Context: an optimization exercise on an open-source flow, tuned for small area, a short achievable clock period and few clock cycles per item. The choices shown serve that exercise and are no tape-out recipe.
Only simulation tests tie the RTL to the original design; equivalence was not proved.

==> v30: inputs <==
Design comb_stage, start of the top module:
module comb_stage (
    input  wire        clk,
    input  wire        rst,         
    input  wire        in_valid,
    output wire        in_ready,
    input  wire [31:0] a,           
    input  wire [31:0] b,           
    input  wire [31:0] c,           
    input  wire [31:0] u,           
    input  wire        u_ok,        
    input  wire [31:0] v,           
    input  wire        v_ok,        
    output reg         out_valid,
    output reg  [31:0] x,           
    output reg         x_ok,        
    output reg         num          
);
    assign in_ready = 1'b1;
    reg        s0_valid;
    reg [31:0] s0_a, s0_b, s0_c, s0_u, s0_v;
    reg        s0_u_ok, s0_v_ok;
    always @(posedge clk) begin
        s0_valid <= in_valid & ~rst;
        s0_a     <= a;
        s0_b     <= b;
        s0_c     <= c;
        s0_u     <= u;
        s0_v     <= v;
        s0_u_ok  <= u_ok;
        s0_v_ok  <= v_ok;
    end
    wire [22:0] au_mf, bv_mf;
    wire [9:0]  au_es, bv_es;
    wire        au_hi, au_rc, au_sy, au_zero, au_nf;
    wire        bv_hi, bv_rc, bv_sy, bv_zero, bv_nf;
    fp_mul_core mul_au (.a(s0_a), .b(s0_u), .mf(au_mf), .hi(au_hi), .rc(au_rc), .esm(au_es),
                        .sy(au_sy), .zero(au_zero), .nf(au_nf));
    fp_mul_core mul_bv (.a(s0_b), .b(s0_v), .mf(bv_mf), .hi(bv_hi), .rc(bv_rc), .esm(bv_es),
                        .sy(bv_sy), .zero(bv_zero), .nf(bv_nf));
    wire ops_ok = (s0_u_ok | ~(|s0_a[30:23])) & (s0_v_ok | ~(|s0_b[30:23]));
    reg        s1_valid;
    reg [22:0] s1_au_mf, s1_bv_mf;
    reg [9:0]  s1_au_es, s1_bv_es;
    reg        s1_au_hi, s1_au_rc, s1_au_sy, s1_au_zero;
    reg        s1_bv_hi, s1_bv_rc, s1_bv_sy, s1_bv_zero;
    reg [31:0] s1_c;
    reg        s1_nf, s1_ok;
    always @(posedge clk) begin
        s1_valid   <= s0_valid & ~rst;
        s1_au_mf   <= au_mf;
  ...
==> module fp_mul_pack, before the edit <==
module fp_mul_pack (
    input  wire [22:0] mf,
    input  wire        hi,
    input  wire        rc,
    input  wire [9:0]  esm,
    input  wire        sy,
    input  wire        zero,
    output wire [31:0] y,
    output wire        ovf
);
    wire signed [9:0] e0 = $signed(esm);
    wire signed [9:0] e1 = $signed(esm) + 10'sd1;
    wire signed [9:0] e2 = $signed(esm) + 10'sd2;
    wire [7:0] exp_r = (hi & rc) ? e2[7:0] : (hi | rc) ? e1[7:0] : e0[7:0];
    wire tiny = hi ? (e1 < 10'sd1) : (e0 < 10'sd1);     
    wire ovf_r = (hi & rc) ? (e2 > 10'sd254) : (hi | rc) ? (e1 > 10'sd254) : (e0 > 10'sd254);
    assign ovf = ~zero & ovf_r;
    assign y   = (zero | tiny) ? {sy, 31'd0} : {sy, exp_r, mf};
endmodule
==> flow/config.mk <==
export PLATFORM = sky130hd
export DESIGN_NAME = comb_stage
export DESIGN_NICKNAME = comb_stage
export VERILOG_FILES = /design/flow/design.v
export SDC_FILE = /design/flow/constraint.sdc
export NUM_CORES = 4
export LEC_CHECK = 0
export CAP_MARGIN = 20
export CORE_MARGIN = 2
export CORE_UTILIZATION = 40
export PLACE_DENSITY = 0.6
export SLEW_MARGIN = 20
export SYNTH_HIERARCHICAL = 1
==> flow/constraint.sdc <==
create_clock -name core_clock -period 45.0 [get_ports {clk}]
set_input_delay 9.0000 -clock core_clock [delete_from_list [all_inputs] [get_ports {clk}]]
set_output_delay 9.0000 -clock core_clock [all_outputs]
set_load 0.01 [all_outputs]
standard.sh (not shown) runs the stock make flow with config.mk's settings and CLKGATE_MAP_FILE= SYNTH_SCRIPT=/design/flow/synth_recipe.tcl, a recipe that flattens the netlist after the stock synthesis.
==> flow/flow/run.sh <==
#!/bin/bash
# Layout: the standard flow (standard.sh) unchanged, except that the port
# buffers the flow inserts on every input and output are sky130_fd_sc_hd__buf_2
# cells rather than the resizer's default choice. make's output goes to
# standard.log; ORFS keeps each step's own log under orfs/logs/.
set -euo pipefail
export BUFFER_PORTS_ARGS="-buffer_cell sky130_fd_sc_hd__buf_2"
bash standard.sh > standard.log 2>&1
==> inputs of v36, as changes to v30 <==
--- a/flow/design.v
+++ b/flow/design.v
@@ -43,5 +43,5 @@
     wire ovf_r = (hi & rc) ? (e2 > 10'sd254) : (hi | rc) ? (e1 > 10'sd254) : (e0 > 10'sd254);
     assign ovf = ~zero & ovf_r;
-    assign y   = (zero | tiny) ? {sy, 31'd0} : {sy, exp_r, mf};
+    assign y   = {sy, (zero | tiny) ? 8'd0 : exp_r, mf};
 endmodule
 module mul24 (
==> flow/flow/run.sh (replaced) <==
#!/bin/bash
# Layout: the standard flow (standard.sh) with two changes.
#  1. The port buffers the flow inserts on every input and output are
#     sky130_fd_sc_hd__buf_2 cells rather than the resizer's default choice.
#  2. Between synthesis and floorplanning, flow/downsize.tcl swaps the
#     combinational cells of drive strength 2 or more that lie only on short
#     paths (worst setup slack at least 37 ns against the 45 ns clock) for the
#     same function at drive strength 1. Flip-flops are not touched.
# Each tool's output goes to a log of its own here; ORFS also keeps each
# step's log under orfs/logs/.
set -euo pipefail
export BUFFER_PORTS_ARGS="-buffer_cell sky130_fd_sc_hd__buf_2"
bash standard.sh synth > synth.log 2>&1
R="orfs/results/${FLOW_PLATFORM}/comb_stage/base"
DOWNSIZE_LIB="${FLOW_HOME}/platforms/${FLOW_PLATFORM}/lib/sky130_fd_sc_hd__tt_025C_1v80.lib" \
DOWNSIZE_ODB="$R/1_synth.odb" DOWNSIZE_SDC="$R/1_synth.sdc" DOWNSIZE_MIN_SLACK=37.0 \
  openroad -exit flow/downsize.tcl > downsize.log 2>&1
bash standard.sh > standard.log 2>&1
==> flow/flow/downsize.tcl (new file) <==
# Swap combinational cells of drive strength 2 or more (buffers, inverters and
# flip-flops excepted) for the same function at drive strength 1 when every
# path through the cell is short: its worst setup slack is at least
# DOWNSIZE_MIN_SLACK ns. Runs on the synthesized design before floorplanning.
set odb $::env(DOWNSIZE_ODB)
read_liberty $::env(DOWNSIZE_LIB)
read_db $odb
read_sdc $::env(DOWNSIZE_SDC)
set_load 0.004 [get_nets *]
set min_slack $::env(DOWNSIZE_MIN_SLACK)
set db [ord::get_db]
set cand {}
foreach inst [[ord::get_db_block] getInsts] {
  set m [$inst getMaster]
  set name [$m getName]
  if {![regexp {^(sky130_fd_sc_hd__(\w+?))_(\d+)$} $name -> base func drive]} { continue }
  if {$drive < 2} { continue }
  if {[regexp {^(buf|clkbuf|dly|clkdly|dfxtp|dfrtp|dfstp|dfxbp|edfxtp|sdf|dlx|conb|tap|fill|decap|diode|inv|clkinv)} $func]} { continue }
  set nm [$db findMaster ${base}_1]
  if {$nm == "NULL" || $nm == ""} { continue }
  set worst 1e9
  foreach it [$inst getITerms] {
    if {![$it isOutputSignal]} { continue }
    set pin [get_pins [$inst getName]/[[$it getMTerm] getName]]
    set s [get_property $pin slack_max]
    if {$s < $worst} { set worst $s }
  }
  if {$worst >= $min_slack} { lappend cand [list $inst $nm] }
}
set n 0
foreach c $cand {
  [lindex $c 0] swapMaster [lindex $c 1]
  incr n
}
puts "downsized $n cells"
write_db $odb
--- a/flow/config.mk
+++ b/flow/config.mk
@@ -8,6 +8,8 @@
 export CAP_MARGIN = 20
 export CORE_MARGIN = 2
-export CORE_UTILIZATION = 40
-export PLACE_DENSITY = 0.6
+export CORE_UTILIZATION = 70
+export CTS_CLUSTER_DIAMETER = 120
+export CTS_CLUSTER_SIZE = 25
+export PLACE_DENSITY = 0.8
 export SLEW_MARGIN = 20
 export SYNTH_HIERARCHICAL = 1
==> inputs of v12, as changes to v30 <==
--- a/flow/design.v
+++ b/flow/design.v
@@ -43,5 +43,5 @@
     wire ovf_r = (hi & rc) ? (e2 > 10'sd254) : (hi | rc) ? (e1 > 10'sd254) : (e0 > 10'sd254);
     assign ovf = ~zero & ovf_r;
-    assign y   = (zero | tiny) ? {sy, 31'd0} : {sy, exp_r, mf};
+    assign y   = {sy, (zero | tiny) ? 8'd0 : exp_r, mf};
 endmodule
 module mul24 (
--- a/flow/config.mk
+++ b/flow/config.mk
@@ -8,6 +8,6 @@
 export CAP_MARGIN = 20
 export CORE_MARGIN = 2
-export CORE_UTILIZATION = 40
-export PLACE_DENSITY = 0.6
+export CORE_UTILIZATION = 70
+export PLACE_DENSITY = 0.8
 export SLEW_MARGIN = 20
 export SYNTH_HIERARCHICAL = 1
==> flow_summary_export.csv <==
group,metric,value,unit
critical_path,critPathArrivalTime,1130,ps
synthesis,syn_avg_cell_area,9.72,um^2
floorplanning,die_w,389,um
cts,h-tree-depth,2,
outcome,status,"timing/DRC/antenna clean",
hold_path,hold_end,"s2_c[4]$_DFF_P_",
That was v30.
==> flow_summary_export.csv <==
group,metric,value,unit
synthesis,syn_avg_cell_area,9.65,um^2
hold_path,hold_end,"s2_c[1]$_DFF_P_",
timing,fin_tns_setup,0,ps
timing,max_freq,98.8,MHz
critical_path,critPathArrivalTime,1120,ps
outcome,status,"timing/DRC/antenna clean",
detailed_routing,via_per_inst,6.82,
final_layout,largest_class,"multi-input combinational cells",
cts,h-tree-depth,1,
floorplanning,die_w,293,um
That was v36.
==> flow_summary_export.csv <==
group,metric,value,unit
cts,h-tree-depth,2,
hold_path,hold_end,"s3_c[8]$_DFF_P_",
floorplanning,die_w,295,um
critical_path,critPathArrivalTime,1120,ps
hold_path,hold_start,"s2_c[8]$_DFF_P_",
outcome,status,"timing/DRC/antenna clean",
place,io_buffers,199,
That was v12.
Testbench counts of v30, summed over its fixed seeds: cycles 16,048, items 16,000.
Testbench counts of v36, summed over its fixed seeds: cycles 16,048, items 16,000.
Testbench counts of v12, summed over its fixed seeds: cycles 16,048, items 16,000.

what the ideal ports hide:
How much do the figures lean on ideal ports? The routed layouts below were timed once more, with nothing changed but the port constraints.
Step 1: set_driving_cell puts a clkbuf_16 on clk and a buf_2 on each other input, an assumption about the parent block.
Step 2 also shifts input and output timing later by t, the mid clock arrival at the registers, as if the neighbouring blocks saw the same clock.
Slacks: ideal / step 1 / step 2; pairs: ideal / step 1.
| run | t (ns) | setup slack, ns | worst hold slack (ns) | latest minus earliest clock arrival (ns) | worst register clock-pin slew, ns |
|---|---|---|---|---|---|
| v30 | 0.757 | 34.869 / 34.779 / 35.536 | 0.314 / 0.314 / 0.314 | 0.066 / 0.066 | 0.09 / 0.09 |
| v36 | 0.744 | 34.882 / 34.806 / 35.551 | 0.330 / 0.330 / 0.330 | 0.037 / 0.037 | 0.10 / 0.10 |
| v12 | 0.739 | 34.884 / 34.811 / 35.550 | 0.324 / 0.324 / 0.324 | 0.038 / 0.038 | 0.07 / 0.07 |
After both steps setup and hold are still met in every run listed.
